Context: an optimization exercise on an open-source flow, tuned for small area, a short achievable clock period and few clock cycles per item. The choices shown serve that exercise and are no tape-out recipe. No run shown here included a check of the RTL's function; only the layout flow was run. Power figures rest on the tool's default switching activity, not on a simulated workload.

### flow/run.sh
#!/bin/bash
# Own layout flow: the standard ORFS flow (standard.sh), with the ports
# buffered by a plain buffer instead of the delay-cell buffer ORFS picks.
# The make output goes to flow.log in the work folder; ORFS's own per-step
# logs stay under orfs/logs/.
set -euo pipefail
bash standard.sh \
  "BUFFER_PORTS_ARGS=-buffer_cell sky130_fd_sc_hd__buf_2" \
  finish > flow.log 2>&1
### standard.sh
#!/bin/bash
# synth_recipe.tcl (not shown) runs the flow's synth.tcl, then flattens the netlist and writes it again
# the make line also repeats each setting of config.mk as NAME=value (left out here)
make -C /OpenROAD-flow-scripts/flow DESIGN_CONFIG=/design/flow/config.mk WORK_HOME=/design/flow/orfs CLKGATE_MAP_FILE= SYNTH_SCRIPT=/design/flow/synth_recipe.tcl "${@:-finish}"
### config.mk
export PLATFORM = sky130hd
export DESIGN_NAME = mbcq_enc
export DESIGN_NICKNAME = mbcq_enc
export VERILOG_FILES = /design/flow/design.v
export SDC_FILE = /design/flow/constraint.sdc
export NUM_CORES = 4
export LEC_CHECK = 0
export CAP_MARGIN = 20
export CORE_MARGIN = 2
export CORE_UTILIZATION = 35
export CTS_BUF_LIST = sky130_fd_sc_hd__clkbuf_8
export CTS_CLUSTER_DIAMETER = 70
export CTS_CLUSTER_SIZE = 14
export PLACE_DENSITY = 0.5
export SLEW_MARGIN = 20
### constraint.sdc
create_clock -name core_clock -period 16.0 [get_ports {clk}]
set_input_delay 3.2000 -clock core_clock [delete_from_list [all_inputs] [get_ports {clk}]]
set_output_delay 3.2000 -clock core_clock [all_outputs]
set_load 0.01 [all_outputs]
### design.v
module mbcq_enc #(
    parameter integer N  = 33,      
    parameter integer HQ = 2        
) (
    input  wire        clk,
    input  wire        rst,         
    input  wire        in_valid,
    output wire        in_ready,
    input  wire        in_last,     
    input  wire [1:0]  in_fmt,      
    input  wire [1:0]  in_k,        
    input  wire [31:0] in_elem,     
    output wire        out_valid,
    input  wire        out_ready,
    output wire        out_hdr,     
    output wire        out_last,    
    output wire [15:0] out_data
);
    localparam integer PW = (N > 32) ? 6 : 5;       
    localparam integer QW = (HQ > 2) ? 2 : 1;       
    function automatic [4:0] lzc23;      
        input [22:0] v;
        integer i;
        begin
            lzc23 = 5'd23;
            for (i = 0; i < 23; i = i + 1)
                if (v[i]) lzc23 = 5'd23 - i[4:0];
        end
    endfunction
    wire        i_f16  = (in_fmt == 2'd2);
    wire        i_b16  = (in_fmt == 2'd1);
    wire        i_s    = (i_f16 || i_b16) ? in_elem[15] : in_elem[31];
    wire [7:0]  i_ex   = i_f16 ? {3'b000, in_elem[14:10]} : i_b16 ? in_elem[14:7] : in_elem[30:23];
    wire [22:0] i_man  = i_f16 ? {in_elem[9:0], 13'h0} : i_b16 ? {in_elem[6:0], 16'h0} : in_elem[22:0];
    wire [4:0]  i_lz   = i_f16 ? lzc23({in_elem[9:0], 13'h0}) :
                         i_b16 ? lzc23({in_elem[6:0], 16'h0}) : lzc23(in_elem[22:0]);
    reg        rdy;
    reg        a_v, a_last, a_s, a_f16;
    reg [1:0]  a_k;
    reg [7:0]  a_ex;
    reg [22:0] a_man;
    reg [4:0]  a_lz;              
    assign in_ready = rdy;
    always @(posedge clk) begin
        a_s    <= i_s;
        a_ex   <= i_ex;
        a_man  <= i_man;
        a_lz   <= i_lz;
        a_f16  <= i_f16;
        a_k    <= in_k;
        a_last <= in_last;
        if (rst) a_v <= 1'b0;
        else     a_v <= in_valid & rdy;
    end
    wire        a_spec = a_f16 ? (a_ex[4:0] == 5'h1F) : (a_ex == 8'hFF);
    wire        a_sub  = (a_ex == 8'd0);
    wire        a_zero = a_sub && (a_man == 23'd0);
    wire [8:0]  a_base = a_f16 ? 9'd369 : 9'd257;       
    wire [8:0]  a_ebf  = a_sub ? a_base - {4'b0000, a_lz} : a_base - 9'd1 + {1'b0, a_ex};
    wire [8:0]  a_eb   = a_spec ? 9'h1FF : a_zero ? 9'd0 : a_ebf;
    wire [8:0]  a_ebm  = (a_spec || a_zero) ? 9'd0 : a_ebf;    
    wire [22:0] c_frac = a_sub ? (a_man << a_lz) : a_man;
    wire [25:0] c_word = {a_s, a_eb, c_frac[22:8], |c_frac[7:0]};
    reg [25:0]   mem [0:N-1];
    reg [PW-1:0] wptr, rptr;
    reg [PW:0]   cnt;             
    reg [4:0]  bcnt;              
    reg [8:0]  e_run, e_prv;
    reg        esc_run;
    reg [1:0]  k_run;
    wire [8:0] e_new   = (e_prv > e_run) ? e_prv : e_run;
    wire       esc_new = esc_run | a_spec;
    wire [1:0] k_new   = (bcnt == 5'd0) ? a_k : k_run;
    wire       b_end   = a_v && (a_last || bcnt == 5'd31);
    reg [25:0]   hq [0:HQ-1];
    reg [QW-1:0] hq_wp, hq_rp;
    reg [QW:0]   hq_cnt;
    always @(posedge clk) begin
        if (a_v) mem[wptr] <= c_word;
        if (b_end) hq[hq_wp] <= {esc_new, e_new, a_ebm, k_new, bcnt};
    end
    always @(posedge clk) begin
        if (rst) begin
            wptr    <= {PW{1'b0}};
            bcnt    <= 5'd0;
            e_run   <= 9'd0;
            e_prv   <= 9'd0;
            esc_run <= 1'b0;
            hq_wp   <= {QW{1'b0}};
        end else if (a_v) begin
            wptr <= (wptr == N - 1) ? {PW{1'b0}} : wptr + 1'b1;
            if (b_end) begin
                bcnt    <= 5'd0;
                e_run   <= 9'd0;
                e_prv   <= 9'd0;
                esc_run <= 1'b0;
                hq_wp   <= (hq_wp == HQ - 1) ? {QW{1'b0}} : hq_wp + 1'b1;
            end else begin
                bcnt    <= bcnt + 5'd1;
                e_run   <= e_new;
                e_prv   <= a_ebm;
                esc_run <= esc_new;
                k_run   <= k_new;
            end
        end
    end
    reg        o1_v;
    wire       adv = !o1_v;
    reg        rd_act;            
    reg [4:0]  rd_rem;            
    reg [20:0] rd_h;              
    reg [9:0]  rd_eoff;           
    wire [25:0] hq_h     = hq[hq_rp];
    wire        hq_any   = (hq_cnt != 0);
    wire        iss_hdr  = adv && !rd_act && hq_any;
    wire        iss_code = adv && rd_act;
    wire [8:0]  rd_emax  = (rd_h[19:11] > rd_h[10:2]) ? rd_h[19:11] : rd_h[10:2];
    wire        rd_nz    = (rd_emax != 9'd0);
    wire [1:0]  rd_k     = rd_h[1:0];
    wire        rd_esc   = rd_h[20];
    wire [8:0]  rd_e     = rd_nz ? rd_emax + 9'd129 : 9'd0;      
    always @(posedge clk) begin
        rd_eoff <= !rd_nz ? 10'h3FF : {1'b0, rd_emax} + {9'd0, rd_esc} +
                   ((rd_k == 2'd0) ? 10'd10 : (rd_k == 2'd1) ? 10'd6 : 10'd2);
        if (rst) begin
            rd_act <= 1'b0;
            rptr   <= {PW{1'b0}};
            hq_rp  <= {QW{1'b0}};
        end else if (iss_hdr) begin
            rd_act  <= 1'b1;
            rd_rem  <= hq_h[4:0];
            rd_h    <= hq_h[25:5];
            hq_rp   <= (hq_rp == HQ - 1) ? {QW{1'b0}} : hq_rp + 1'b1;
        end else if (iss_code) begin
            rptr   <= (rptr == N - 1) ? {PW{1'b0}} : rptr + 1'b1;
            rd_rem <= rd_rem - 5'd1;
            if (rd_rem == 5'd0) rd_act <= 1'b0;
        end
    end
    wire [PW:0] cnt_nx = cnt + a_v - iss_code;
    wire [QW:0] hq_nx  = hq_cnt + b_end - iss_hdr;
    always @(posedge clk) begin
        if (rst) begin
            cnt    <= {(PW+1){1'b0}};
            hq_cnt <= {(QW+1){1'b0}};
        end else begin
            cnt    <= cnt_nx;
            hq_cnt <= hq_nx;
        end
    end
    reg [25:0] rd_word;
    integer m;
    always @(*) begin
        rd_word = 26'd0;
        for (m = 0; m < N; m = m + 1)
            rd_word = rd_word | (mem[m] & {26{rptr == m}});
    end
    reg        r1_v, r1_hdr, r1_last;
    reg [25:0] r1_w;
    always @(posedge clk) begin
        if (rst) r1_v <= 1'b0;
        else if (adv) r1_v <= iss_hdr || iss_code;
        if (adv) begin
            r1_hdr  <= iss_hdr;
            r1_last <= iss_code && (rd_rem == 5'd0);
            r1_w    <= rd_word;
        end
    end
    wire [8:0]  r1_eb = r1_w[24:16];
    wire [9:0]  r1_d  = rd_eoff - {1'b0, r1_eb};
    wire        r1_z  = (r1_d[9:5] != 5'd0);         
    wire [16:0] r1_h  = {1'b1, r1_w[15:0]};
    wire [33:0] x_sh  = {r1_h, 17'h0} >> r1_d[4:0];
    wire [14:0] x_q   = r1_z ? 15'd0 : x_sh[31:17];
    wire        x_rnd = !r1_z && x_sh[16] && ((|x_sh[15:0]) || x_sh[17]);
    reg        r2_v, r2_hdr, r2_last, r2_rnd, r2_s, r2_spec, r2_nan, r2_esc;
    reg [14:0] r2_q;
    reg [1:0]  r2_k;
    always @(posedge clk) begin
        if (rst) r2_v <= 1'b0;
        else if (adv) r2_v <= r1_v;
        if (adv) begin
            r2_hdr  <= r1_hdr;
            r2_last <= r1_last;
            r2_q    <= r1_hdr ? {6'd0, rd_e} : x_q;
            r2_rnd  <= x_rnd;
            r2_s    <= r1_w[25];
            r2_spec <= (r1_eb == 9'h1FF);
            r2_nan  <= (r1_w[15:0] != 16'd0);
            r2_esc  <= rd_esc;
            r2_k    <= rd_k;
        end
    end
    reg [14:0] hi_mask;       
    reg [15:0] kmask, top;    
    always @(*) begin
        case (r2_k)
            2'd0:    begin kmask = 16'h00FF; top = 16'h0080; end
            2'd1:    begin kmask = 16'h0FFF; top = 16'h0800; end
            default: begin kmask = 16'hFFFF; top = 16'h8000; end
        endcase
        case ({r2_k, r2_esc})
            3'b000:  hi_mask = 15'h7F80;
            3'b001:  hi_mask = 15'h7FC0;
            3'b010:  hi_mask = 15'h7800;
            3'b011:  hi_mask = 15'h7C00;
            3'b101, 3'b111: hi_mask = 15'h4000;
            default: hi_mask = 15'h0000;
        endcase
    end
    wire        ovf  = ((r2_q & hi_mask) != 15'd0) || (((r2_q | hi_mask) == 15'h7FFF) && r2_rnd);
    wire [15:0] lim  = {1'b0, ~hi_mask};
    wire [15:0] sgn_q = ({1'b0, r2_q} ^ {16{r2_s}}) + {15'd0, r2_s ^ r2_rnd};
    wire [15:0] sgn_l = r2_s ? ~lim + 16'd1 : lim;
    wire [15:0] sgn   = ovf ? sgn_l : sgn_q;
    reg [15:0] code;
    always @(*) begin
        if (r2_hdr)
            code = {r2_esc, 6'b000000, r2_q[8:0]};
        else if (r2_spec)
            code = r2_nan ? top : r2_s ? top + 16'd1 : top - 16'd1;
        else
            code = sgn & kmask;
    end
    reg        o0_v, o0_hdr, o0_last, o1_hdr, o1_last;
    reg [15:0] o0_data, o1_data;
    wire       w_v  = adv && r2_v;             
    wire       o0_ld = !o0_v || out_ready;     
    always @(posedge clk) begin
        if (rst) begin
            o0_v <= 1'b0;
            o1_v <= 1'b0;
        end else begin
            if (o0_ld) o0_v <= o1_v || w_v;
            o1_v <= o1_v ? !o0_ld : (w_v && !o0_ld);
        end
        if (o0_ld) begin
            o0_hdr  <= o1_v ? o1_hdr  : r2_hdr;
            o0_last <= o1_v ? o1_last : r2_last;
            o0_data <= o1_v ? o1_data : code;
        end
        if (!o1_v) begin
            o1_hdr  <= r2_hdr;
            o1_last <= r2_last;
            o1_data <= code;
        end
    end
    wire rd_act_nx = iss_hdr ? 1'b1 : (iss_code && rd_rem == 5'd0) ? 1'b0 : rd_act;
    wire a_ends = a_v ? (!b_end && bcnt == 5'd30) : (bcnt == 5'd31);
    wire [3:0] c_le = {cnt + 3 <= N, cnt + 2 <= N, cnt + 1 <= N, 1'b1};           
    wire [3:0] h_le = {hq_cnt + 3 <= HQ, hq_cnt + 2 <= HQ, hq_cnt + 1 <= HQ, 1'b1};
    wire       hq_nz_nx = (hq_nx != 0);
    function automatic ready_nx;
        input       o1n, act, hnz, take, tend;
        input       av, ic, be, ih;
        input [3:0] cl, hl;
        reg         rd_sure, hdr_sure;
        reg [2:0]   tc, th;         
        begin
            rd_sure  = !o1n && act;                      
            hdr_sure = !o1n && !act && hnz;              
            tc = 3'd2 + take + av - ic - rd_sure;        
            th = 3'd2 + tend + be - ih - hdr_sure;
            ready_nx = (tc <= 3'd1 || cl[tc - 3'd1]) && (th <= 3'd1 || hl[th - 3'd1]);
        end
    endfunction
    wire o1n_0  = o1_v ? o0_v : (w_v && o0_v);         
    wire rdy_0i = ready_nx(o1n_0, rd_act_nx, hq_nz_nx, 1'b0, 1'b0, a_v, iss_code, b_end, iss_hdr, c_le, h_le);
    wire rdy_0v = ready_nx(o1n_0, rd_act_nx, hq_nz_nx, 1'b1, a_ends, a_v, iss_code, b_end, iss_hdr, c_le, h_le);
    wire rdy_0l = ready_nx(o1n_0, rd_act_nx, hq_nz_nx, 1'b1, 1'b1, a_v, iss_code, b_end, iss_hdr, c_le, h_le);
    wire rdy_1i = ready_nx(1'b0, rd_act_nx, hq_nz_nx, 1'b0, 1'b0, a_v, iss_code, b_end, iss_hdr, c_le, h_le);
    wire rdy_1v = ready_nx(1'b0, rd_act_nx, hq_nz_nx, 1'b1, a_ends, a_v, iss_code, b_end, iss_hdr, c_le, h_le);
    wire rdy_1l = ready_nx(1'b0, rd_act_nx, hq_nz_nx, 1'b1, 1'b1, a_v, iss_code, b_end, iss_hdr, c_le, h_le);
    wire rdy_0  = !(in_valid && rdy) ? rdy_0i : in_last ? rdy_0l : rdy_0v;
    wire rdy_1  = !(in_valid && rdy) ? rdy_1i : in_last ? rdy_1l : rdy_1v;
    always @(posedge clk) begin
        if (rst) rdy <= 1'b1;
        else rdy <= out_ready ? rdy_1 : rdy_0;
    end
    assign out_valid = o0_v;
    assign out_hdr   = o0_hdr;
    assign out_last  = o0_last;
    assign out_data  = o0_data;
endmodule
==> qor.csv, run 1 <==
stage,metric,value,unit
outcome,outcome,finished clean,
power,pwr-share-comb,30.7,%
clock_network,clock_latency,890,ps
power,power.internal,0.00498,W
sta,max_freq,0.202,GHz
grt,grt_max_degree,58,
synth,yosys.cell_types.count,82,
sta,setup-violations-final,0,
sta,relSlewSlack,29.2,%
synth,synth_commonest_cells,"edfxtp_1 (1008), a22oi_1 (302), nor2_1 (212), nand2_1 (192), dfxtp_1 (124)",
clock_network,clk_path_buf_depth,3,
routing,dr.pass1.iters,6,
worst_setup_path,endpoint_kind,flip-flop,
worst_setup_path,critPathKind,reg2reg,
floorplanning,die_w,371,um
synth,yosys_warnings,1,
finish,drive_gt1_share,12.9,%
clock_network,cts_root_buffer,clkbuf_8,
finish,fillers,12600,
synth,ys_seq_area_share,69.6,%
worst_setup_path,crit_path_max_fanout,32,
sta,skew,92.6,ps
floorplanning,rows,134,
clock_network,cts_resized,0,
synth,synth_most_common_cell,edfxtp_1,
worst_hold_path,hp-class,reg2reg,
grt,grt_pass1_vias,28600,
synth,synth_cells,3327,
finish,area_growth,10.6,%
synth,syn_nets,3490,
placement,io_buffers,60,
power,leakagePower,17.2,nW
synth,synth-main-ff-cell,edfxtp_1,
grt,antenna_found_initial,9,
sta,tightest_slew,1060,ps
routing,drt-initial-drc-count,3388,
sta,final.min_clock_period,4950,ps
sta,fin_tns_setup,0,ps
synth,yosysTopAreaCellShare,64.3,%
floorplanning,io_pins,61,
grt,grt_pass1_wl,216000,um
placement,gp_congestion,0.814,
power,ir_worst_vdd,0.112,mV
sta,hold_viol,0,
synth,yosysTopAreaCell,edfxtp_1,
routing,viasPerCell,5.73,
power,pwr-share-seq,47.6,%
synth,synth_edf_count,1008,
finish,final_cell_area,0.0520,mm^2
synth,syn_area,0.0470,mm^2
worst_setup_path,worstPathRequired,16740,ps
floorplanning,coreArea,0.133,mm^2
synth,synth_async_sr_flop_share,0,%
floorplanning,dieHeight,371,um
power,power_frac_clock,21.8,%
floorplanning,dieArea,0.137,mm^2
grt,grt_overflow,0,
finish,multi_input_area,0.0138,mm^2
clock_network,cts_tree,yes,
sta,finalMaxSlewViolations,0,
clock_network,clk_pin_slew_worst_paths,90,ps
worst_setup_path,cp-start-kind,flip-flop,
synth,synth-seq-cells,1132,
power,swShare,34.1,%
clock_network,htreeDepth,3,
routing,wl_per_cell,29.2,um
clock_network,cts_hold_buf,0,
worst_setup_path,cp.arrival,5690,ps
power,p_sw,0.00258,W
power,powerDensity,145,mW/mm^2
run,maxCapViolCount,0,
clock_network,cts_buffers,97,
placement,place.detailed.hpwl,86500,um
synth,avgSynthCellArea,14.1,um^2
finish,final_nets,3604,
grt,grt_use_total,22.2,%
routing,drc,0,
routing,wl,153000,um
clock_network,post_cts_buffers,0,
sta,fin_crit_sh,31.0,%
floorplanning,initial_utilization,35.2,%
routing,ant_nets,0,
clock_network,cts_sinks,1132,
sta,rsz0062_at_grt,no,
routing,num_vias,30000,
synth,synth_area_leaders,"edfxtp_1 (64%), dfxtp_1 (5.3%), a22oi_1 (4.8%), ha_1 (3.1%), nor2_1 (1.7%)",
placement,placed_cell_area,0.0503,mm^2
finish,seq_area,0.0328,mm^2
==> per-layer routing <==
metal,GRT usage (%),vias up,part of all wire [%]
met1,29.9,15400,42
met2,35.8,1234,47
met3,4.76,228,8.3
met5,0,-,0.015
met4,6.84,4,3.2
li1,-,13200,-
==> registers in the layout, indices dropped and copies added, names as in the netlist, 15 cells and up, named ones only <==
signal   cells
a_man       23
hq          52
mem        858
o0_data     16
o1_data     16
r1_w        26
r2_q        15
rd_h        21
==> power groups by stage <==
stage / registers [W] / logic [W] / clock network, W
floorplan: 0.00362 / 0.00168 / 0
global placement: 0.00367 / 0.00231 / 0
detailed placement: 0.00367 / 0.00232 / 0
CTS: 0.00360 / 0.00233 / 0.00168
global route: 0.00362 / 0.00259 / 0.00179
finish: 0.00360 / 0.00232 / 0.00165
==> critical path: stages, from the launching register on <==
cell	delay (ps)
dfxtp_1	360
buf_4	330
or3_1	630
inv_1	260
ha_1	350
inv_1	40
ha_1	190
xnor2_1	180
xnor2_1	100
o21ai_0	430
a21o_1	180
inv_1	70
ha_1	190
ha_1	290
ha_1	290
o21ai_0	160
a211oi_1	110
nor3_1	250
o311ai_0	220
a31oi_1	240
==> cell type report <==
cell class | count | area share (%)
sequential | 1132 | 62.9
multi-input combinational | 1918 | 26.5
tap | 1768 | 4.25
clock buffer | 98 | 2.59
timing repair buffer | 166 | 2.12
inverter | 126 | 0.909
clock inverter | 35 | 0.678
antenna | 3 | 0.0144
==> path summary, 6_finish.rpt <==
| path | cells past startpoint | slack (ps) | to | start |
|---|---|---|---|---|
| min reg2reg | 0 | 430 | r2_last | r1_last |
| min | 0 | 430 | r2_last | r1_last |
| max | 19 | 11050 | rdy | o1_v |
| max reg2reg | 19 | 11050 | rdy | o1_v |
==> cells by family (layout without fill, tap and decap cells) <==
group,after synthesis,count (layout),synth area share [%]
multiplexers,125,125,2.90
adder cells (fa/ha/maj),122,122,3.36
buffers and inverters,277,425,2.30
AND/OR/NAND/NOR,790,790,8.04
AO/OA/AOI/OAI,810,810,12.5
XOR/XNOR,71,71,1.32
other,0,3,0
flip-flops,1132,1132,69.6
==> per-stage QoR <==
stage / setup WS, ps / util [%] / total power [W] / cells / hold slack (ps)
6_report: 11050 / 39.0 / 0.00757 / 5246 / 427
5_1_grt: 10560 / 39.0 / 0.00800 / 5245 / 452
4_1_cts: 10910 / 39.0 / 0.00761 / 5242 / 428
3_5_place_dp: 10970 / 37.7 / 0.00598 / 5109 / 406
3_3_place_gp: 10820 / 37.7 / 0.00598 / 5109 / 402
2_1_floorplan: 11070 / - / 0.00530 / 3327 / 400
==> placed cells by master (no fill, tap or decap), drive strengths merged, types with 69 or more instances in the layout <==
cell type	count
edfxtp	1008
a22oi	302
nor2	212
nand2	192
buf	166
inv	146
dfxtp	124
ha	115
o21ai	112
nand3	101
clkbuf	98
a21oi	95
mux2i	69
==> inputs of run 2 (changes only) <==
--- a/config.mk
+++ b/config.mk
@@ -10,3 +10,3 @@
 export CORE_UTILIZATION = 35
-export CTS_BUF_LIST = sky130_fd_sc_hd__clkbuf_8
+export CTS_BUF_LIST = sky130_fd_sc_hd__clkbuf_16
 export CTS_CLUSTER_DIAMETER = 70
==> qor.csv, run 2 <==
stage,metric,value,unit,change
clock_network,cts_hold_buf,0,,unchanged
synth,ys_seq_area_share,69.6,%,unchanged
synth,yosys.cell_types.count,82,,unchanged
synth,yosysTopAreaCell,edfxtp_1,,
power,powerDensity,154,mW/mm^2,+5.6%
finish,largestRegisters,"mem x858, hq x52, r1_w x26",,
finish,layout_commonest_cell,edfxtp_1,,
routing,viasPerCell,5.77,,+0.83%
synth,yosys_warnings,1,,unchanged
routing,wl_per_cell,29.2,um,about the same
finish,final_cell_mix,"edfxtp_1 (1008), a22oi_1 (302), nand2_1 (191)",,
clock_network,clk_pin_slew_worst_paths,60,ps,-30 ps
synth,syn_area,0.0470,mm^2,unchanged
worst_setup_path,crit_chain,"buf_4, or3_1, inv_1, ha_1, inv_1, ha_1, xnor2_1, xnor2_1, o21ai_0, a21o_1, inv_1, ha_1, ha_1, ha_1, o21ai_0, a211oi_1, nor3_1, o311ai_0, a31oi_1",,
finish,final_nets,3604,,unchanged
synth,synth_async_sr_flop_share,0,%,unchanged
clock_network,cts_buffers,97,,unchanged
power,ir_worst_vdd,0.115,mV,+2.5%
sta,finalMaxSlewViolations,0,,unchanged
synth,synth_area_leaders,"edfxtp_1 (64%), dfxtp_1 (5.3%), a22oi_1 (4.8%), ha_1 (3.1%), nor2_1 (1.7%)",,
sta,tightest_slew,1020,ps,-37.8 ps
floorplanning,coreArea,0.133,mm^2,unchanged
synth,synth-main-ff-cell,edfxtp_1,,
clock_network,clock_latency,750,ps,-140 ps
placement,place.detailed.hpwl,86500,um,unchanged
worst_setup_path,endpoint_kind,flip-flop,,
worst_setup_path,cp_slowest_cell,or3_1,,
floorplanning,io_pins,61,,unchanged
floorplanning,dieArea,0.137,mm^2,unchanged
worst_setup_path,critical_path_depth,19,,unchanged
grt,grt_overflow,0,,unchanged
finish,final_cell_area,0.0532,mm^2,+2.2%
worst_hold_path,hp-class,reg2reg,,
worst_setup_path,worstPathRequired,16620,ps,-120 ps
power,leakagePower,17.8,nW,+3.0%
routing,wl,153000,um,about the same
grt,grt_pass1_vias,28900,,+0.77%
worst_setup_path,reg2reg_depth,19,,unchanged
worst_setup_path,critical_path.most_common_cell,ha_1,,
routing,num_vias,30300,,+0.78%
floorplanning,die_w,371,um,unchanged
sta,relSlewSlack,31.2,%,+2.0 points
worst_setup_path,reg2reg_to,rdy,,
worst_setup_path,cpLargestDelayFamily,compound AO/OA/AOI/OAI gates,,
synth,syn_nets,3490,,unchanged
sta,skew,69.2,ps,-23.4 ps
synth,synth_edf_count,1008,,unchanged
worst_setup_path,endpoint,rdy,,
synth,synth-seq-cells,1132,,unchanged
clock_network,cts_root_buffer,clkbuf_16,,
routing,drt-initial-drc-count,3227,,-4.8%
worst_setup_path,r2r_slack,11060,ps,about the same
clock_network,cts_resized,0,,unchanged
routing,drc,0,,unchanged
clock_network,clk_path_buf_depth,3,,unchanged
floorplanning,dieHeight,371,um,unchanged
sta,final.min_clock_period,4940,ps,-12.6 ps
finish,largest_reg_flops,858,,unchanged
sta,hold_viol,0,,unchanged
worst_setup_path,crit_path_max_fanout,32,,unchanged
sta,rsz0062_at_grt,no,,
worst_setup_path,timing.critical_path.buf_inv,4,,unchanged
routing,dr.pass1.iters,6,,unchanged
worst_setup_path,cp.arrival,5560,ps,-130 ps
routing,ant_nets,0,,unchanged
clock_network,htreeDepth,3,,unchanged
sta,max_freq,0.202,GHz,+0.26%
worst_setup_path,r2r_start,o1_v,,
run,maxCapViolCount,0,,unchanged
clock_network,post_cts_buffers,0,,unchanged
worst_setup_path,crit_start,o1_v,,
floorplanning,initial_utilization,35.2,%,unchanged
grt,grt_pass1_wl,217000,um,+0.65%
sta,setup-violations-final,0,,unchanged
finish,drive_gt1_share,12.9,%,-0.029 points
synth,synth_cells,3327,,unchanged
synth,yosysTopAreaCellShare,64.3,%,unchanged
sta,fin_tns_setup,0,ps,unchanged
clock_network,cts_sinks,1132,,unchanged
grt,grt_max_degree,58,,unchanged
worst_setup_path,crit_path_max_incr_delay,620,ps,about the same
finish,seq_area,0.0328,mm^2,unchanged
sta,fin_crit_sh,30.9,%,-0.079 points
finish,top_register,mem,,
finish,fillers,12500,,-0.88%
outcome,outcome,finished clean,,
worst_setup_path,critPathKind,reg2reg,,
finish,fin_util,39.8,%,+0.84 points
worst_setup_path,cp-start-kind,flip-flop,,
finish,multi_input_area,0.0138,mm^2,unchanged
synth,synth_most_common_cell,edfxtp_1,,
grt,grt_use_total,22.2,%,-0.030 points
floorplanning,rows,134,,unchanged
finish,antennaDiodeCount,0,,-3
clock_network,cts_tree,yes,,
synth,avgSynthCellArea,14.1,um^2,unchanged
placement,io_buffers,60,,unchanged
placement,gp_congestion,0.814,,unchanged
finish,area_growth,13.0,%,
placement,placed_cell_area,0.0503,mm^2,unchanged
grt,antenna_found_initial,1,,-8
synth,synth_commonest_cells,"edfxtp_1 (1008), a22oi_1 (302), nor2_1 (212), nand2_1 (192), dfxtp_1 (124)",,
## run 2: area by class of cell
type | instances | share of cell area [%]
clock buffers | 99 | 4.66
clock inverters | 34 | 0.673
inverters | 126 | 0.889
multi-input cells | 1918 | 25.9
flip-flops and latches | 1132 | 61.6
well taps | 1768 | 4.16
repair buffers | 166 | 2.08
## run 2: worst min path at each step
| stage | start | endpoint | cells after the start |
|---|---|---|---|
| finish | r1_last | r2_last | 0 |
| global placement | r1_last | r2_last | 0 |
| global route | r1_last | r2_last | 0 |
| detailed placement | r1_last | r2_last | 0 |
| CTS | r1_last | r2_last | 0 |
| floorplan | r1_last | r2_last | 0 |
## run 2: logic make-up (layout without fill, tap and decap cells)
| kind of cell | Yosys count | in the layout | share of synthesized area, % |
|---|---|---|---|
| flops | 1132 | 1132 | 69.6 |
| xor+xnor | 71 | 71 | 1.32 |
| mux | 125 | 125 | 2.90 |
| compound gates | 810 | 810 | 12.5 |
| fa+ha+maj | 122 | 122 | 3.36 |
| buf+inv | 277 | 425 | 2.30 |
| simple gates | 790 | 790 | 8.04 |
## run 2: through the flow
step	hold slack, ps	std cells	setup WS [ps]	total power, W
after global placement	402	5109	10820	0.00598
after detailed placement	406	5109	10970	0.00598
final	421	5243	11060	0.00817
after global routing	444	5243	10580	0.00860
after floorplan	400	3327	11070	0.00530
after CTS	422	5242	10920	0.00821
## run 2: routing by layer
layer  GRT usage [%]  vias to the layer above  wire [um]
met5               0                        -          0
met4            5.66                        0       3980
li1                -                    13200          -
met2            36.4                     1186      72900
met3            3.56                      226      11500
met1            30.6                    15600      64900
## run 2: power breakdown
part / internal [W] / switching (W)
sequential: 0.00347 / 0.000137
clock: 0.00115 / 0.00109
combinational: 0.000881 / 0.00144
==> inputs of run 3 (changes only) <==
--- a/design.v
+++ b/design.v
@@ -24,5 +24,5 @@
         begin
-            lzc23 = 5'd23;
+            lzc23 = 5'd22;
             for (i = 0; i < 23; i = i + 1)
-                if (v[i]) lzc23 = 5'd23 - i[4:0];
+                if (v[i]) lzc23 = 5'd22 - i[4:0];
         end
@@ -41,3 +41,3 @@
     reg [22:0] a_man;
-    reg [4:0]  a_lz;              
+    reg [4:0]  a_lz;
     assign in_ready = rdy;
@@ -57,7 +57,7 @@
     wire        a_zero = a_sub && (a_man == 23'd0);
-    wire [8:0]  a_base = a_f16 ? 9'd369 : 9'd257;       
-    wire [8:0]  a_ebf  = a_sub ? a_base - {4'b0000, a_lz} : a_base - 9'd1 + {1'b0, a_ex};
+    wire [8:0]  a_base = a_f16 ? 9'd368 : 9'd256;
+    wire [8:0]  a_ebf  = a_sub ? a_base - {4'b0000, a_lz} : a_base + {1'b0, a_ex};
     wire [8:0]  a_eb   = a_spec ? 9'h1FF : a_zero ? 9'd0 : a_ebf;
     wire [8:0]  a_ebm  = (a_spec || a_zero) ? 9'd0 : a_ebf;    
-    wire [22:0] c_frac = a_sub ? (a_man << a_lz) : a_man;
+    wire [22:0] c_frac = a_sub ? (a_man << (a_lz + 5'd1)) : a_man;
     wire [25:0] c_word = {a_s, a_eb, c_frac[22:8], |c_frac[7:0]};
@@ -170,7 +170,7 @@
     wire [9:0]  r1_d  = rd_eoff - {1'b0, r1_eb};
-    wire        r1_z  = (r1_d[9:5] != 5'd0);         
+    wire [4:0]  r1_sh = (r1_d[9:5] != 5'd0) ? 5'd31 : r1_d[4:0];
     wire [16:0] r1_h  = {1'b1, r1_w[15:0]};
-    wire [33:0] x_sh  = {r1_h, 17'h0} >> r1_d[4:0];
-    wire [14:0] x_q   = r1_z ? 15'd0 : x_sh[31:17];
-    wire        x_rnd = !r1_z && x_sh[16] && ((|x_sh[15:0]) || x_sh[17]);
+    wire [33:0] x_sh  = {r1_h, 17'h0} >> r1_sh;
+    wire [14:0] x_q   = x_sh[31:17];
+    wire        x_rnd = x_sh[16] & ((|x_sh[15:0]) | x_sh[17]);
     reg        r2_v, r2_hdr, r2_last, r2_rnd, r2_s, r2_spec, r2_nan, r2_esc;
@@ -249,17 +249,12 @@
     wire a_ends = a_v ? (!b_end && bcnt == 5'd30) : (bcnt == 5'd31);
-    wire [3:0] c_le = {cnt + 3 <= N, cnt + 2 <= N, cnt + 1 <= N, 1'b1};           
-    wire [3:0] h_le = {hq_cnt + 3 <= HQ, hq_cnt + 2 <= HQ, hq_cnt + 1 <= HQ, 1'b1};
-    wire       hq_nz_nx = (hq_nx != 0);
     function automatic ready_nx;
-        input       o1n, act, hnz, take, tend;
-        input       av, ic, be, ih;
-        input [3:0] cl, hl;
-        reg         rd_sure, hdr_sure;
-        reg [2:0]   tc, th;         
+        input        o1n, act, take, tend;
+        input [PW:0] c;
+        input [QW:0] h;
+        reg   rd_sure, hdr_sure;
         begin
             rd_sure  = !o1n && act;                      
-            hdr_sure = !o1n && !act && hnz;              
-            tc = 3'd2 + take + av - ic - rd_sure;        
-            th = 3'd2 + tend + be - ih - hdr_sure;
-            ready_nx = (tc <= 3'd1 || cl[tc - 3'd1]) && (th <= 3'd1 || hl[th - 3'd1]);
+            hdr_sure = !o1n && !act && (h != 0);         
+            ready_nx = ({1'b0, c} + take + 1 <= N + rd_sure) &&
+                       ({1'b0, h} + tend + 1 <= HQ + hdr_sure);
         end
@@ -267,8 +262,8 @@
     wire o1n_0  = o1_v ? o0_v : (w_v && o0_v);         
-    wire rdy_0i = ready_nx(o1n_0, rd_act_nx, hq_nz_nx, 1'b0, 1'b0, a_v, iss_code, b_end, iss_hdr, c_le, h_le);
-    wire rdy_0v = ready_nx(o1n_0, rd_act_nx, hq_nz_nx, 1'b1, a_ends, a_v, iss_code, b_end, iss_hdr, c_le, h_le);
-    wire rdy_0l = ready_nx(o1n_0, rd_act_nx, hq_nz_nx, 1'b1, 1'b1, a_v, iss_code, b_end, iss_hdr, c_le, h_le);
-    wire rdy_1i = ready_nx(1'b0, rd_act_nx, hq_nz_nx, 1'b0, 1'b0, a_v, iss_code, b_end, iss_hdr, c_le, h_le);
-    wire rdy_1v = ready_nx(1'b0, rd_act_nx, hq_nz_nx, 1'b1, a_ends, a_v, iss_code, b_end, iss_hdr, c_le, h_le);
-    wire rdy_1l = ready_nx(1'b0, rd_act_nx, hq_nz_nx, 1'b1, 1'b1, a_v, iss_code, b_end, iss_hdr, c_le, h_le);
+    wire rdy_0i = ready_nx(o1n_0, rd_act_nx, 1'b0, 1'b0, cnt_nx, hq_nx);
+    wire rdy_0v = ready_nx(o1n_0, rd_act_nx, 1'b1, a_ends, cnt_nx, hq_nx);
+    wire rdy_0l = ready_nx(o1n_0, rd_act_nx, 1'b1, 1'b1, cnt_nx, hq_nx);
+    wire rdy_1i = ready_nx(1'b0, rd_act_nx, 1'b0, 1'b0, cnt_nx, hq_nx);
+    wire rdy_1v = ready_nx(1'b0, rd_act_nx, 1'b1, a_ends, cnt_nx, hq_nx);
+    wire rdy_1l = ready_nx(1'b0, rd_act_nx, 1'b1, 1'b1, cnt_nx, hq_nx);
     wire rdy_0  = !(in_valid && rdy) ? rdy_0i : in_last ? rdy_0l : rdy_0v;
--- a/config.mk
+++ b/config.mk
@@ -10,3 +10,3 @@
 export CORE_UTILIZATION = 35
-export CTS_BUF_LIST = sky130_fd_sc_hd__clkbuf_16
+export CTS_BUF_LIST = sky130_fd_sc_hd__clkbuf_8
 export CTS_CLUSTER_DIAMETER = 70
==> qor.csv, run 3 <==
stage,metric,value,unit,change
clock_network,clock_latency,870,ps,+120 ps
routing,drc,0,,unchanged
synth,synth_edf_count,1008,,unchanged
clock_network,cts_resized,0,,unchanged
power,p_total,0.00784,W,-4.0%
worst_setup_path,worstPathRequired,12800,ps,-3820 ps
finish,final_cell_mix,"edfxtp_1 (1008), a22oi_1 (312), nand2_1 (257)",,
synth,ys_seq_area_share,69.8,%,+0.14 points
clock_network,post_cts_buffers,0,,unchanged
clock_network,clk_pin_slew_worst_paths,90,ps,+30 ps
outcome,outcome,finished clean,,
clock_network,cts_buffers,97,,unchanged
worst_hold_path,min-delay-start,r1_last,,
clock_network,cts_root_buffer,clkbuf_8,,
routing,dr.pass1.iters,6,,unchanged
finish,seq_area,0.0328,mm^2,about the same
synth,syn_area,0.0469,mm^2,-0.20%
synth,yosysTopAreaCellShare,64.5,%,+0.13 points
worst_hold_path,hp-class,reg2reg,,
routing,viasPerCell,5.80,,+0.48%
grt,grt_pass1_wl,220000,um,+1.1%
finish,largestRegisters,"mem x858, hq x52, r1_w x26",,
sta,tightest_slew,1040,ps,+15.4 ps
grt,antenna_found_initial,5,,+4
sta,rsz0062_at_grt,no,,
sta,fin_crit_sh,28.9,%,-2.0 points
sta,max_freq,0.217,GHz,+7.0%
synth,synth_cells,3396,,+2.1%
worst_setup_path,crit_path_max_incr_delay,430,ps,-190 ps
run,maxCapViolCount,0,,unchanged
finish,area_growth,10.7,%,
sta,fin_ws,11380,ps,+324 ps
placement,place.detailed.hpwl,86300,um,-0.25%
placement,pre_cts_ws,11040,ps,+68.3 ps
worst_hold_path,hold-path-cell-count,0,,unchanged
routing,drt-initial-drc-count,3692,,+14%
synth,avgSynthCellArea,13.8,um^2,-2.2%
synth,yosys_warnings,1,,unchanged
finish,multi_input_area,0.0138,mm^2,-0.15%
synth,yosys.cell_types.count,83,,+1.2%
worst_setup_path,cp_slowest_cell,edfxtp_1,,
clock_network,cts_hold_buf,0,,unchanged
grt,grt_max_degree,54,,-6.9%
worst_setup_path,crit_chain,buf_2,,
worst_setup_path,critPathKind,reg2out,,
finish,drive_gt1_share,12.3,%,-0.56 points
floorplanning,dieHeight,370,um,about the same
worst_setup_path,r2r_slack,11490,ps,+430 ps
synth,synth-seq-cells,1132,,unchanged
routing,wl,156000,um,+2.0%
finish,final_cell_area,0.0520,mm^2,-2.2%
synth,synth_async_sr_flop_share,0,%,unchanged
power,ir_worst_vdd,0.165,mV,+43%
floorplanning,rows,134,,unchanged
synth,yosysTopAreaCell,edfxtp_1,,
clock_network,cts_tree,yes,,
sta,skew,83.8,ps,+14.6 ps
routing,num_vias,30800,,+1.7%
power,leakagePower,17.1,nW,-3.9%
worst_setup_path,cp-start-kind,flip-flop,,
floorplanning,dieArea,0.137,mm^2,-0.20%
synth,synth_commonest_cells,"edfxtp_1 (1008), a22oi_1 (312), nand2_1 (260), nor2_1 (232), clkbuf_1 (153)",,
clock_network,htreeDepth,3,,unchanged
worst_setup_path,crit_path_max_fanout,1,,-97%
sta,final.min_clock_period,4620,ps,-324 ps
worst_setup_path,reg2reg_to,r2_rnd,,
clock_network,cts_sinks,1132,,unchanged
placement,gp_congestion,0.859,,+5.5%
sta,finalMaxSlewViolations,0,,unchanged
worst_setup_path,cpLargestDelayFamily,flip-flops,,
power,powerDensity,151,mW/mm^2,-1.9%
sta,setup-violations-final,0,,unchanged
finish,largest_reg_flops,858,,unchanged
floorplanning,coreArea,0.133,mm^2,-0.13%
grt,grt_use_total,22.5,%,+0.31 points
worst_setup_path,cp.arrival,1420,ps,-4140 ps
clock_network,clk_path_buf_depth,3,,unchanged
routing,ant_nets,0,,unchanged
worst_hold_path,hold_path_end,r2_last,,
finish,final_nets,3617,,+0.36%
floorplanning,initial_utilization,35.2,%,about the same
finish,layout_commonest_cell,edfxtp_1,,
synth,synth-main-ff-cell,edfxtp_1,,
sta,fin_tns_setup,0,ps,unchanged
finish,fillers,12600,,+0.50%
floorplanning,io_pins,61,,unchanged
worst_setup_path,critical_path_depth,1,,-18
worst_setup_path,timing.critical_path.buf_inv,1,,-3
worst_setup_path,reg2reg_depth,13,,-6
routing,wl_per_cell,29.5,um,+0.72%
sta,hold_viol,0,,unchanged
finish,top_register,mem,,
placement,io_buffers,60,,unchanged
worst_setup_path,endpoint_kind,output pin,,
grt,grt_overflow,0,,unchanged
synth,synth_most_common_cell,edfxtp_1,,
grt,grt_pass1_vias,29100,,+0.75%
synth,syn_nets,3526,,+1.0%
worst_setup_path,r2r_start,r1_w[16],,
floorplanning,die_w,370,um,about the same
placement,placed_cell_area,0.0501,mm^2,-0.36%
synth,synth_area_leaders,"edfxtp_1 (64%), dfxtp_1 (5.3%), a22oi_1 (5.0%), ha_1 (2.3%), nand2_1 (2.1%)",,
sta,relSlewSlack,30.7,%,-0.50 points
==> run 3: worst max-delay path by stage <==
stage | startpoint | to | slack, ps
3_3_place_gp | in_fmt[1] | a_lz[4] | 11010
3_5_place_dp | in_fmt[1] | a_lz[4] | 11040
6_report | o0_data[8] | out_data[8] | 11380
5_1_grt | rd_act | rdy | 11080
4_1_cts | o0_data[8] | out_data[8] | 11310
2_1_floorplan | rst | rd_h[0] | 11070
==> run 3: layout make-up <==
type                       instances  share of cell area, %
timing repair buffer             160                   2.04
tap                             1768                   4.26
clock inverter                    50                  0.845
sequential                      1132                   63.0
clock buffer                      99                   2.62
multi-input combinational       1995                   26.5
antenna                            2                0.00963
inverter                         101                  0.729
==> run 3: cells by family after synthesis <==
kind of cell	count (synthesis)	share of synthesized area (%)
buf+inv	269	2.19
compound gates	849	12.9
mux	111	2.57
flops	1132	69.8
fa+ha+maj	89	2.40
xor+xnor	77	1.44
simple gates	869	8.78
==> run 3: where the power goes <==
part,total (W),internal (W),leakage (nW),switching (W)
sequential,0.00366,0.00350,10.2,0.000153
clock,0.00168,0.000668,1.01,0.00101
combinational,0.00250,0.000861,5.83,0.00164
total,0.00784,0.00503,17.1,0.00280
==> run 3: stage by stage <==
step | instances | hold WS [ps] | utilization, %
final | 5307 | 436 | 39.0
after detailed placement | 5155 | 406 | 37.6
after CTS | 5304 | 432 | 39.0
after global placement | 5155 | 402 | 37.6
after global routing | 5307 | 442 | 39.0
after floorplan | 3396 | 400 | -
==> run 3: routing by layer <==
metal | wire [um] | vias to the layer above | global-route usage [%]
met4 | 4830 | 0 | 7.29
met5 | 0 | - | 0
met1 | 64600 | 15900 | 30.2
met2 | 75000 | 1293 | 37.2
met3 | 11900 | 228 | 3.51
li1 | - | 13400 | -
==> inputs of run 4 (changes only) <==
--- a/flow/run.sh
+++ b/flow/run.sh
@@ -8,2 +8,3 @@
   "BUFFER_PORTS_ARGS=-buffer_cell sky130_fd_sc_hd__buf_2" \
+  SETUP_SLACK_MARGIN=11.5 \
   finish > flow.log 2>&1
==> qor.csv, run 4 <==
stage,metric,value,unit,change
worst_setup_path,reg2reg_to,rdy,,
clock_network,cts_buffers,97,,unchanged
finish,multi_input_area,0.0139,mm^2,+0.54%
finish,seq_area,0.0328,mm^2,about the same
synth,yosysTopAreaCellShare,64.5,%,unchanged
synth,syn_nets,3526,,unchanged
clock_network,cts_tree,yes,,
clock_network,htreeDepth,3,,unchanged
synth,yosys.cell_types.count,83,,unchanged
routing,dr.pass1.iters,6,,unchanged
worst_setup_path,worstPathRequired,12800,ps,about the same
sta,fin_tns_setup,0,ps,unchanged
synth,synth_async_sr_flop_share,0,%,unchanged
sta,final.min_clock_period,4550,ps,-61.9 ps
synth,synth-seq-cells,1132,,unchanged
synth,synth_area_leaders,"edfxtp_1 (64%), dfxtp_1 (5.3%), a22oi_1 (5.0%), ha_1 (2.3%), nand2_1 (2.1%)",,
finish,final_cells,5310,,+0.057%
finish,top_register,mem,,
outcome,outcome,finished clean,,
worst_setup_path,endpoint,out_data[9],,
worst_setup_path,timing.critical_path.buf_inv,1,,unchanged
power,ir_worst_vdd,0.143,mV,-13%
grt,grt_overflow,0,,unchanged
routing,viasPerCell,5.80,,-0.11%
worst_setup_path,r2r_slack,11790,ps,+300 ps
synth,synth_edf_count,1008,,unchanged
worst_setup_path,cp.arrival,1350,ps,-70 ps
floorplanning,rows,134,,unchanged
placement,place.detailed.hpwl,87900,um,+1.8%
sta,finalMaxSlewViolations,0,,unchanged
worst_setup_path,endpoint_kind,output pin,,
power,leakagePower,17.1,nW,about the same
grt,grt_pass1_wl,220000,um,+0.16%
sta,setup-violations-final,0,,unchanged
synth,synth_commonest_cells,"edfxtp_1 (1008), a22oi_1 (312), nand2_1 (260), nor2_1 (232), clkbuf_1 (153)",,
synth,yosys_warnings,1,,unchanged
sta,fin_crit_sh,28.5,%,-0.39 points
synth,synth_cells,3396,,unchanged
grt,grt_pass1_vias,29400,,+1.3%
sta,max_freq,0.220,GHz,+1.4%
power,powerDensity,150,mW/mm^2,-0.24%
placement,gp_congestion,0.875,,+1.9%
synth,yosysTopAreaCell,edfxtp_1,,
grt,grt_max_degree,54,,unchanged
routing,drt-initial-drc-count,3646,,-1.2%
placement,dp.cells,5156,,+0.019%
worst_hold_path,hp-class,reg2reg,,
worst_setup_path,reg2reg_depth,16,,+3
worst_setup_path,cp_slowest_cell,edfxtp_1,,
grt,grt_use_total,22.4,%,-0.029 points
sta,tightest_slew,1050,ps,+14.3 ps
floorplanning,die_w,370,um,unchanged
sta,hold_viol,0,,unchanged
worst_setup_path,critical_path_depth,1,,unchanged
placement,io_buffers,60,,unchanged
worst_setup_path,cpLargestDelayFamily,flip-flops,,
floorplanning,coreArea,0.133,mm^2,unchanged
routing,num_vias,30800,,-0.049%
worst_hold_path,hold-path-cell-count,0,,unchanged
finish,largest_reg_flops,858,,unchanged
sta,skew,89.8,ps,+5.94 ps
finish,layout_commonest_cell,edfxtp_1,,
worst_setup_path,crit_path_max_fanout,1,,unchanged
routing,drc,0,,unchanged
floorplanning,dieArea,0.137,mm^2,unchanged
routing,wl_per_cell,29.4,um,-0.12%
routing,ant_nets,0,,unchanged
clock_network,clk_pin_slew_worst_paths,90,ps,about the same
worst_setup_path,crit_chain,buf_2,,
routing,wl,156000,um,about the same
floorplanning,io_pins,61,,unchanged
finish,final_nets,3619,,+0.055%
synth,syn_area,0.0469,mm^2,unchanged
worst_setup_path,r2r_start,o1_v,,
clock_network,clock_latency,880,ps,about the same
synth,ys_seq_area_share,69.8,%,unchanged
clock_network,cts_root_buffer,clkbuf_8,,
synth,synth_most_common_cell,edfxtp_1,,
worst_setup_path,crit_path_max_incr_delay,380,ps,-50 ps
floorplanning,initial_utilization,35.2,%,unchanged
finish,final_cell_mix,"edfxtp_1 (1008), a22oi_1 (312), nand2_1 (256)",,
worst_setup_path,crit_start,o0_data[9],,
synth,synth-main-ff-cell,edfxtp_1,,
finish,largestRegisters,"mem x858, hq x52, r1_w x26",,
worst_setup_path,critPathKind,reg2out,,
clock_network,clk_path_buf_depth,3,,unchanged
grt,antenna_found_initial,6,,+1
run,maxCapViolCount,0,,unchanged
sta,rsz0062_at_grt,yes,,
sta,relSlewSlack,29.5,%,-1.2 points
synth,avgSynthCellArea,13.8,um^2,unchanged
worst_setup_path,cp-start-kind,flip-flop,,
finish,drive_gt1_share,12.7,%,+0.39 points
clock_network,cts_sinks,1132,,unchanged
finish,area_growth,10.8,%,about the same
floorplanning,dieHeight,370,um,unchanged
finish,fillers,12500,,-0.32%
run 4: metrics by stage:
step	utilization (%)	worst slack, ps	hold slack, ps	total power, W	instance area [um^2]
floorplan	-	11490	400	0.00543	47000
global placement	37.6	10780	403	0.00619	50100
detailed placement	37.6	10760	406	0.00620	50200
global route	39.0	11340	456	0.00824	52000
CTS	38.9	11350	436	0.00780	51900
finish	39.0	11450	432	0.00782	52000
run 4: worst min path at each step:
stage                   from       to  slack, ps
floorplan            r1_last  r2_last        400
CTS                 r1_w[25]     r2_s        440
detailed placement  r1_w[25]     r2_s        410
global placement    r1_w[25]     r2_s        400
finish              r1_w[25]     r2_s        430
global route         r1_last  r2_last        460
run 4: per-layer routing:
metal  track usage [%]  share of wire, %
met2              37.1                48
met1              30.3                41
met4              5.81               2.7
met3              4.20               8.2
met5                 0            0.0083
run 4: kinds of logic (layout without fill, tap and decap cells):
group                      count (synthesis)  in the layout  share of synthesized area, %
other                                      0              3                             0
AOI/OAI and AO/OA                        849            849                          12.9
and+or+nand+nor                          869            869                          8.78
buffers and inverters                    269            412                          2.19
muxes                                    111            111                          2.57
xor gates and xnor gates                  77             77                          1.44
adders and majority gates                 89             89                          2.40
DFF                                     1132           1132                          69.8
run 4: power by group:
part | internal (W) | total (W) | switching [W]
Clock | 0.000612 | 0.00164 | 0.00102
Combinational | 0.000873 | 0.00253 | 0.00166
Sequential | 0.00350 | 0.00366 | 0.000152
Total | 0.00499 | 0.00782 | 0.00283
run 4: final cells by class:
class | count | area share [%]
inverter | 101 | 0.729
clock buffer | 97 | 2.57
timing repair buffer | 162 | 2.10
multi-input combinational | 1995 | 26.6
clock inverter | 52 | 0.727
sequential | 1132 | 63.0
tap | 1768 | 4.25
antenna | 3 | 0.0144
run 4: what timing repair did:
item / in CTS / in global routing
hold buffers: 0 / 0
pin swaps: 0 / 2
endpoints found under the setup margin: 54 / 138
buffers inserted: 1 / 1
gates resized for setup: 7 / 13
==> inputs of run 5 (changes only) <==
--- a/design.v
+++ b/design.v
@@ -110,3 +110,3 @@
     reg [4:0]  rd_rem;            
-    reg [20:0] rd_h;              
+    reg [25:0] rd_h;              
     reg [9:0]  rd_eoff;           
@@ -116,6 +116,6 @@
     wire        iss_code = adv && rd_act;
-    wire [8:0]  rd_emax  = (rd_h[19:11] > rd_h[10:2]) ? rd_h[19:11] : rd_h[10:2];
+    wire [8:0]  rd_emax  = (rd_h[24:16] > rd_h[15:7]) ? rd_h[24:16] : rd_h[15:7];
     wire        rd_nz    = (rd_emax != 9'd0);
-    wire [1:0]  rd_k     = rd_h[1:0];
-    wire        rd_esc   = rd_h[20];
+    wire [1:0]  rd_k     = rd_h[6:5];
+    wire        rd_esc   = rd_h[25];
     wire [8:0]  rd_e     = rd_nz ? rd_emax + 9'd129 : 9'd0;      
@@ -131,3 +131,3 @@
             rd_rem  <= hq_h[4:0];
-            rd_h    <= hq_h[25:5];
+            rd_h    <= hq_h;
             hq_rp   <= (hq_rp == HQ - 1) ? {QW{1'b0}} : hq_rp + 1'b1;
@@ -247,28 +247,12 @@
     end
-    wire rd_act_nx = iss_hdr ? 1'b1 : (iss_code && rd_rem == 5'd0) ? 1'b0 : rd_act;
+    wire o1_nx = o1_v ? !o0_ld : (w_v && !o0_ld);
+    wire rd_act_nx = rst ? 1'b0 : iss_hdr ? 1'b1 : (iss_code && rd_rem == 5'd0) ? 1'b0 : rd_act;
+    wire a_nx   = in_valid && rdy;
     wire a_ends = a_v ? (!b_end && bcnt == 5'd30) : (bcnt == 5'd31);
-    function automatic ready_nx;
-        input        o1n, act, take, tend;
-        input [PW:0] c;
-        input [QW:0] h;
-        reg   rd_sure, hdr_sure;
-        begin
-            rd_sure  = !o1n && act;                      
-            hdr_sure = !o1n && !act && (h != 0);         
-            ready_nx = ({1'b0, c} + take + 1 <= N + rd_sure) &&
-                       ({1'b0, h} + tend + 1 <= HQ + hdr_sure);
-        end
-    endfunction
-    wire o1n_0  = o1_v ? o0_v : (w_v && o0_v);         
-    wire rdy_0i = ready_nx(o1n_0, rd_act_nx, 1'b0, 1'b0, cnt_nx, hq_nx);
-    wire rdy_0v = ready_nx(o1n_0, rd_act_nx, 1'b1, a_ends, cnt_nx, hq_nx);
-    wire rdy_0l = ready_nx(o1n_0, rd_act_nx, 1'b1, 1'b1, cnt_nx, hq_nx);
-    wire rdy_1i = ready_nx(1'b0, rd_act_nx, 1'b0, 1'b0, cnt_nx, hq_nx);
-    wire rdy_1v = ready_nx(1'b0, rd_act_nx, 1'b1, a_ends, cnt_nx, hq_nx);
-    wire rdy_1l = ready_nx(1'b0, rd_act_nx, 1'b1, 1'b1, cnt_nx, hq_nx);
-    wire rdy_0  = !(in_valid && rdy) ? rdy_0i : in_last ? rdy_0l : rdy_0v;
-    wire rdy_1  = !(in_valid && rdy) ? rdy_1i : in_last ? rdy_1l : rdy_1v;
+    wire rd_sure  = !o1_nx && rd_act_nx;                      
+    wire hdr_sure = !o1_nx && !rd_act_nx && (hq_nx != 0);     
     always @(posedge clk) begin
         if (rst) rdy <= 1'b1;
-        else rdy <= out_ready ? rdy_1 : rdy_0;
+        else rdy <= ({1'b0, cnt_nx} + a_nx + 1 <= N + rd_sure) &&
+                    ({1'b0, hq_nx} + (a_nx && (in_last || a_ends)) + 1 <= HQ + hdr_sure);
     end
--- a/flow/run.sh
+++ b/flow/run.sh
@@ -8,3 +8,2 @@
   "BUFFER_PORTS_ARGS=-buffer_cell sky130_fd_sc_hd__buf_2" \
-  SETUP_SLACK_MARGIN=11.5 \
   finish > flow.log 2>&1
==> qor.csv, run 5 <==
stage,metric,value,unit,change
outcome,outcome,finished clean,,
clock_network,cts_buffers,95,,-2.1%
power,powerDensity,144,mW/mm^2,-4.2%
synth,synth_commonest_cells,"edfxtp_1 (1008), a22oi_1 (301), nand2_1 (235), nor2_1 (200), clkbuf_1 (153)",,
power,power.internal,0.00483,W,-3.2%
clock_network,clock_latency,840,ps,-40 ps
clock_network,cts_sinks,1132,,unchanged
floorplanning,initial_utilization,35.1,%,-0.088 points
synth,avgSynthCellArea,14.0,um^2,+1.4%
power,pwr-share-comb,29.8,%,-2.5 points
synth,yosys.cell_types.count,88,,+6.0%
routing,ant_nets,0,,unchanged
power,leakagePower,16.9,nW,-1.1%
synth,synth_area_leaders,"edfxtp_1 (65%), dfxtp_1 (5.3%), a22oi_1 (4.8%), ha_1 (2.1%), nand2_1 (1.9%)",,
clock_network,cts_hold_buf,0,,unchanged
worst_setup_path,crit_chain,"buf_2, nand2b_1, or2_2, nand2_1, ha_1, nand2_1, o21ai_0, a2111oi_0, o21ai_0, a41o_1",,
grt,grt_use_total,22.3,%,-0.11 points
floorplanning,coreArea,0.133,mm^2,-0.25%
finish,area_growth,10.2,%,
floorplanning,io_pins,61,,unchanged
finish,final_cell_mix,"edfxtp_1 (1008), a22oi_1 (301), nand2_1 (231)",,
synth,ys_seq_area_share,70.1,%,+0.35 points
power,p_sw,0.00259,W,-8.6%
worst_setup_path,cp.arrival,5670,ps,+4320 ps
finish,top_register,mem,,
worst_setup_path,crit_path_max_fanout,20,,+19
sta,fin_ws,11030,ps,-413 ps
sta,rsz0062_at_grt,no,,
sta,final.min_clock_period,4970,ps,+413 ps
floorplanning,dieArea,0.136,mm^2,-0.50%
synth,synth-main-ff-cell,edfxtp_1,,
grt,antenna_found_initial,11,,+5
routing,num_vias,30500,,-0.76%
finish,layout_commonest_cell,edfxtp_1,,
sta,fin_tns_setup,0,ps,unchanged
routing,wl_per_cell,29.5,um,+0.34%
synth,syn_area,0.0467,mm^2,-0.50%
clock_network,htreeDepth,3,,unchanged
synth,synth-seq-cells,1132,,unchanged
sta,setup-violations-final,0,,unchanged
worst_setup_path,cp-start-kind,primary input,,
power,pwr-share-seq,49.1,%,+2.4 points
worst_setup_path,critPathKind,in2reg,,
finish,largest_reg_flops,858,,unchanged
placement,gp_congestion,0.839,,-4.1%
run,maxCapViolCount,0,,unchanged
worst_setup_path,cp_slowest_cell,nand2b_1,,
floorplanning,dieHeight,369,um,-0.25%
sta,skew,55.7,ps,-34.1 ps
clock_network,cts_resized,0,,-7
clock_network,clk_pin_slew_worst_paths,100,ps,about the same
floorplanning,rows,134,,unchanged
power,swShare,34.9,%,-1.3 points
floorplanning,die_w,369,um,-0.25%
grt,grt_pass1_wl,218000,um,-1.0%
placement,pre_cts_ws,10160,ps,-604 ps
clock_network,clk_path_buf_depth,3,,unchanged
placement,io_buffers,60,,unchanged
power,p_total,0.00742,W,-5.2%
clock_network,cts_tree,yes,,
finish,drive_gt1_share,13.0,%,+0.33 points
sta,max_freq,0.201,GHz,-8.3%
synth,yosysTopAreaCellShare,64.8,%,+0.32 points
sta,hold_viol,0,,unchanged
sta,tightest_slew,1010,ps,-39.8 ps
synth,synth_most_common_cell,edfxtp_1,,
grt,grt_pass1_vias,28900,,-1.9%
routing,viasPerCell,5.84,,+0.68%
power,ir_worst_vdd,0.114,mV,-21%
routing,wl,155000,um,-1.1%
synth,synth_cells,3331,,-1.9%
clock_network,post_cts_buffers,0,,-1
worst_setup_path,endpoint_kind,flip-flop,,
routing,dr.pass1.iters,6,,unchanged
placement,place.detailed.hpwl,88100,um,+0.22%
finish,largestRegisters,"mem x858, hq x52, r1_w x26",,
sta,hold_slack,439,ps,+7.41 ps
worst_setup_path,worstPathRequired,16700,ps,+3900 ps
grt,grt_max_degree,54,,unchanged
sta,relSlewSlack,32.2,%,+2.8 points
grt,grt_overflow,0,,unchanged
routing,drc,0,,unchanged
worst_setup_path,crit_path_max_incr_delay,550,ps,+170 ps
sta,fin_crit_sh,31.0,%,+2.6 points
synth,yosysTopAreaCell,edfxtp_1,,
power,power_frac_clock,21.1,%,+0.2 points
synth,synth_async_sr_flop_share,0,%,unchanged
finish,final_nets,3535,,-2.3%
worst_hold_path,hp-class,reg2reg,,
sta,finalMaxSlewViolations,0,,unchanged
routing,drt-initial-drc-count,4046,,+11%
synth,yosys_warnings,1,,unchanged
synth,syn_nets,3451,,-2.1%
synth,synth_edf_count,1008,,unchanged
clock_network,cts_root_buffer,clkbuf_8,,
[run 5: layout make-up]
| type | count | area [um^2] |
|---|---|---|
| fillers | 12500 | 81500 |
| flip-flops and latches | 1132 | 32800 |
| multi-input cells | 1923 | 13400 |
| well taps | 1768 | 2210 |
| clock buffers | 97 | 1340 |
| repair buffers | 167 | 1110 |
| inverters | 96 | 360 |
| clock inverters | 49 | 277 |
| diodes | 2 | 5.00 |
[run 5: routing by layer]
metal | vias up | share of wire [%] | global-route usage [%]
met3 | 238 | 7.7 | 3.50
met5 | - | 0.022 | 0
met2 | 1304 | 47 | 36.3
met1 | 15800 | 42 | 30.9
met4 | 4 | 2.9 | 6.44
li1 | 13200 | - | -
[run 5: critical path, delay by kind of cell]
family	cells	cell delay, ps
and+or+nand+nor	4	1240
AOI/OAI and AO/OA	4	890
adders and majority gates	1	240
buffers and inverters	1	90
[run 5: logic make-up (layout without fill, tap and decap cells)]
logic type               after synthesis  after routing  share of synthesized area [%]
buffers and inverters                276            409                           2.29
XOR/XNOR                              75             75                           1.41
multiplexers                         113            113                           2.72
AO/OA/AOI/OAI                        827            827                           12.8
AND/OR/NAND/NOR                      829            829                           8.53
flip-flops                          1132           1132                           70.1
other                                  0              2                              0
adder cells (fa/ha/maj)               79             79                           2.15
[run 5: stage by stage]
stage               utilization, %  cells  cell area (um^2)
floorplan                        -   3331             46700
global placement              37.4   5084             49800
detailed placement            37.5   5086             49800
CTS                           38.7   5232             51400
global route                  38.7   5233             51500
finish                        38.7   5234             51500
[run 5: path summary, 6_finish.rpt]
kind / slack [ps] / startpoint / cells past startpoint / end
worst min register to register: 440 / r1_last / 0 / r2_last
worst min-delay path: 440 / r1_last / 0 / r2_last
worst max-delay path: 11030 / out_ready / 10 / rdy
worst max register to register: 11410 / a_ex[3] / 11 / mem[26][24]
[run 5: power groups by stage]
stage / Combinational (W) / Clock (W) / Sequential (W)
detailed placement: 0.00219 / 0 / 0.00371
CTS: 0.00220 / 0.00159 / 0.00364
floorplan: 0.00156 / 0 / 0.00365
finish: 0.00221 / 0.00156 / 0.00364
global placement: 0.00219 / 0 / 0.00371
global route: 0.00243 / 0.00170 / 0.00366
==> inputs of run 6 (changes only) <==
==> run.sh (new file) <==
#!/bin/bash
# synth_recipe.tcl (not shown) runs the flow's synth.tcl, then flattens the netlist and writes it again
# the make line also repeats each setting of config.mk as NAME=value (left out here)
make -C /OpenROAD-flow-scripts/flow DESIGN_CONFIG=/design/flow/config.mk WORK_HOME=/design/flow/orfs CLKGATE_MAP_FILE= SYNTH_SCRIPT=/design/flow/synth_recipe.tcl finish
removed: flow/run.sh
removed: standard.sh
==> qor.csv, run 6 <==
stage,metric,value,unit,change
synth,avgSynthCellArea,14.0,um^2,unchanged
sta,hold_slack,437,ps,-2.34 ps
floorplanning,rows,134,,unchanged
grt,grt_max_degree,54,,unchanged
finish,largestRegisters,"mem x858, hq x52, r1_w x26",,
power,power_frac_clock,21.3,%,+0.2 points
synth,syn_area,0.0467,mm^2,unchanged
finish,largest_reg_flops,858,,unchanged
worst_setup_path,worstPathRequired,16730,ps,+30 ps
synth,yosys.cell_types.count,88,,unchanged
grt,grt_use_total,22.3,%,-0.045 points
power,p_total,0.00748,W,+0.81%
power,p_sw,0.00259,W,about the same
routing,drc,0,,unchanged
run,maxCapViolCount,0,,unchanged
sta,skew,126,ps,+70.6 ps
placement,io_buffers,60,,unchanged
sta,relSlewSlack,30.1,%,-2.1 points
synth,synth_area_leaders,"edfxtp_1 (65%), dfxtp_1 (5.3%), a22oi_1 (4.8%), ha_1 (2.1%), nand2_1 (1.9%)",,
synth,synth-seq-cells,1132,,unchanged
routing,wl,154000,um,-0.41%
finish,final_cell_area,0.0519,mm^2,+0.71%
power,swShare,34.6,%,-0.28 points
worst_setup_path,cp-start-kind,primary input,,
power,power.internal,0.00489,W,+1.2%
sta,setup-violations-final,0,,unchanged
power,leakagePower,16.8,nW,-0.21%
grt,grt_pass1_wl,216000,um,-0.88%
routing,drt-initial-drc-count,3442,,-15%
finish,final_nets,3534,,-0.028%
finish,area_growth,11.0,%,
sta,max_freq,0.189,GHz,-5.9%
worst_setup_path,crit_path_max_fanout,20,,unchanged
sta,final.min_clock_period,5280,ps,+313 ps
routing,viasPerCell,5.78,,-0.89%
finish,seq_area,0.0328,mm^2,unchanged
clock_network,cts_root_buffer,clkbuf_8,,
clock_network,htreeDepth,3,,unchanged
routing,wl_per_cell,29.5,um,-0.24%
worst_setup_path,critPathKind,in2reg,,
synth,ys_seq_area_share,70.1,%,unchanged
sta,fin_tns_setup,0,ps,unchanged
synth,synth_edf_count,1008,,unchanged
clock_network,clk_pin_slew_worst_paths,100,ps,about the same
sta,hold_viol,0,,unchanged
worst_hold_path,hp-class,reg2reg,,
worst_setup_path,endpoint_kind,flip-flop,,
placement,placed_cell_area,0.0501,mm^2,+0.62%
clock_network,post_cts_buffers,0,,unchanged
routing,num_vias,30200,,-1.1%
finish,layout_commonest_cell,edfxtp_1,,
grt,grt_overflow,0,,unchanged
floorplanning,die_w,369,um,unchanged
synth,synth_async_sr_flop_share,0,%,unchanged
finish,top_register,mem,,
clock_network,cts_resized,0,,unchanged
floorplanning,dieArea,0.136,mm^2,unchanged
sta,tightest_slew,1040,ps,+30.4 ps
placement,gp_congestion,0.843,,+0.51%
synth,synth_commonest_cells,"edfxtp_1 (1008), a22oi_1 (301), nand2_1 (235), nor2_1 (200), clkbuf_1 (153)",,
clock_network,cts_buffers,96,,+1.1%
clock_network,clk_path_buf_depth,3,,unchanged
finish,final_cells,5225,,-0.17%
power,pwr-share-seq,48.7,%,-0.4 points
finish,multi_input_area,0.0134,mm^2,about the same
worst_setup_path,cp.arrival,6010,ps,+340 ps
grt,antenna_found_initial,6,,-5
floorplanning,io_pins,61,,unchanged
clock_network,cts_tree,yes,,
synth,synth_cells,3331,,unchanged
grt,grt_pass1_vias,28700,,-0.78%
synth,yosysTopAreaCell,edfxtp_1,,
synth,yosys_warnings,1,,unchanged
sta,fin_crit_sh,33.0,%,+2.0 points
synth,yosysTopAreaCellShare,64.8,%,unchanged
sta,rsz0062_at_grt,no,,
finish,final_cell_mix,"edfxtp_1 (1008), a22oi_1 (301), nand2_1 (231)",,
placement,dp.cells,5083,,-0.059%
floorplanning,dieHeight,369,um,unchanged
synth,synth_most_common_cell,edfxtp_1,,
clock_network,cts_sinks,1132,,unchanged
floorplanning,coreArea,0.133,mm^2,unchanged
placement,place.detailed.hpwl,85200,um,-3.3%
clock_network,clock_latency,880,ps,+40 ps
synth,syn_nets,3451,,unchanged
synth,synth-main-ff-cell,edfxtp_1,,
finish,drive_gt1_share,11.3,%,-1.7 points
sta,finalMaxSlewViolations,0,,unchanged
power,ir_worst_vdd,0.165,mV,+45%
routing,dr.pass1.iters,6,,unchanged
power,powerDensity,144,mW/mm^2,about the same
outcome,outcome,finished clean,,
power,pwr-share-comb,30.0,%,+0.2 points
finish,fillers,12500,,+0.38%
floorplanning,initial_utilization,35.1,%,unchanged
routing,ant_nets,0,,unchanged
clock_network,cts_hold_buf,0,,unchanged
-- run 6: cell counts after synthesis --
Identical to the previous run, type by type.
-- run 6: layout make-up --
cell class	instances	area share [%]
diodes	2	0.00965
clock buffers	98	2.60
clock inverters	41	0.606
inverters	96	0.695
multi-input cells	1923	25.9
flip-flops and latches	1132	63.2
well taps	1768	4.27
repair buffers	165	2.74
-- run 6: cells by family after synthesis --
kind of cell             count (synthesis)  share of synthesized area (%)
flip-flops                            1132                           70.1
buffers and inverters                  276                           2.29
adder cells (fa/ha/maj)                 79                           2.15
multiplexers                           113                           2.72
XOR/XNOR                                75                           1.41
AND/OR/NAND/NOR                        829                           8.53
AO/OA/AOI/OAI                          827                           12.8
-- run 6: per-layer routing --
metal  track usage [%]  vias up  wire [um]
met5                 0        -         34
li1                  -    13200          -
met3              4.58      269      12200
met2              36.7     1255      73400
met4              7.03        4       4970
met1              29.5    15500      63300
-- run 6: power groups by stage --
| stage | Clock [W] | Combinational [W] | Sequential, W |
|---|---|---|---|
| after detailed placement | 0 | 0.00222 | 0.00371 |
| after floorplan | 0 | 0.00156 | 0.00365 |
| final | 0.00159 | 0.00224 | 0.00364 |
| after CTS | 0.00163 | 0.00223 | 0.00364 |
| after global placement | 0 | 0.00222 | 0.00371 |
| after global routing | 0.00173 | 0.00248 | 0.00366 |
-- run 6: through the flow --
stage,util (%),setup WS (ps)
floorplan,-,10060
global placement,37.6,9780
detailed placement,37.7,9840
CTS,39.0,10760
global route,39.0,10520
finish,39.0,10720
-- run 6: worst max-delay path, stage by stage --
cell and delay, ps:
clkdlybuf4s50_1 440, nand2b_1 690, or2_2 280, nand2_1 80
ha_1 290, nor2b_1 120, o21ai_0 100, a2111oi_0 400
o21ai_0 140, a41o_1 260
-- run 6: worst paths after layout --
| path | cells after the start | startpoint | slack, ps | end |
|---|---|---|---|---|
| setup / recovery | 10 | out_ready | 10720 | rdy |
| hold / removal | 0 | r1_last | 440 | r2_last |
| setup reg to reg | 16 | o1_v | 11340 | rdy |
| hold reg to reg | 0 | r1_last | 440 | r2_last |

Check on run 6: ideal ports give 10.720 ns setup slack; a clkbuf_16 on the clock port and buf_2 on the inputs give 10.771 ns; moving port delays by the midpoint clock arrival (0.893 ns) as well gives 9.878 ns.
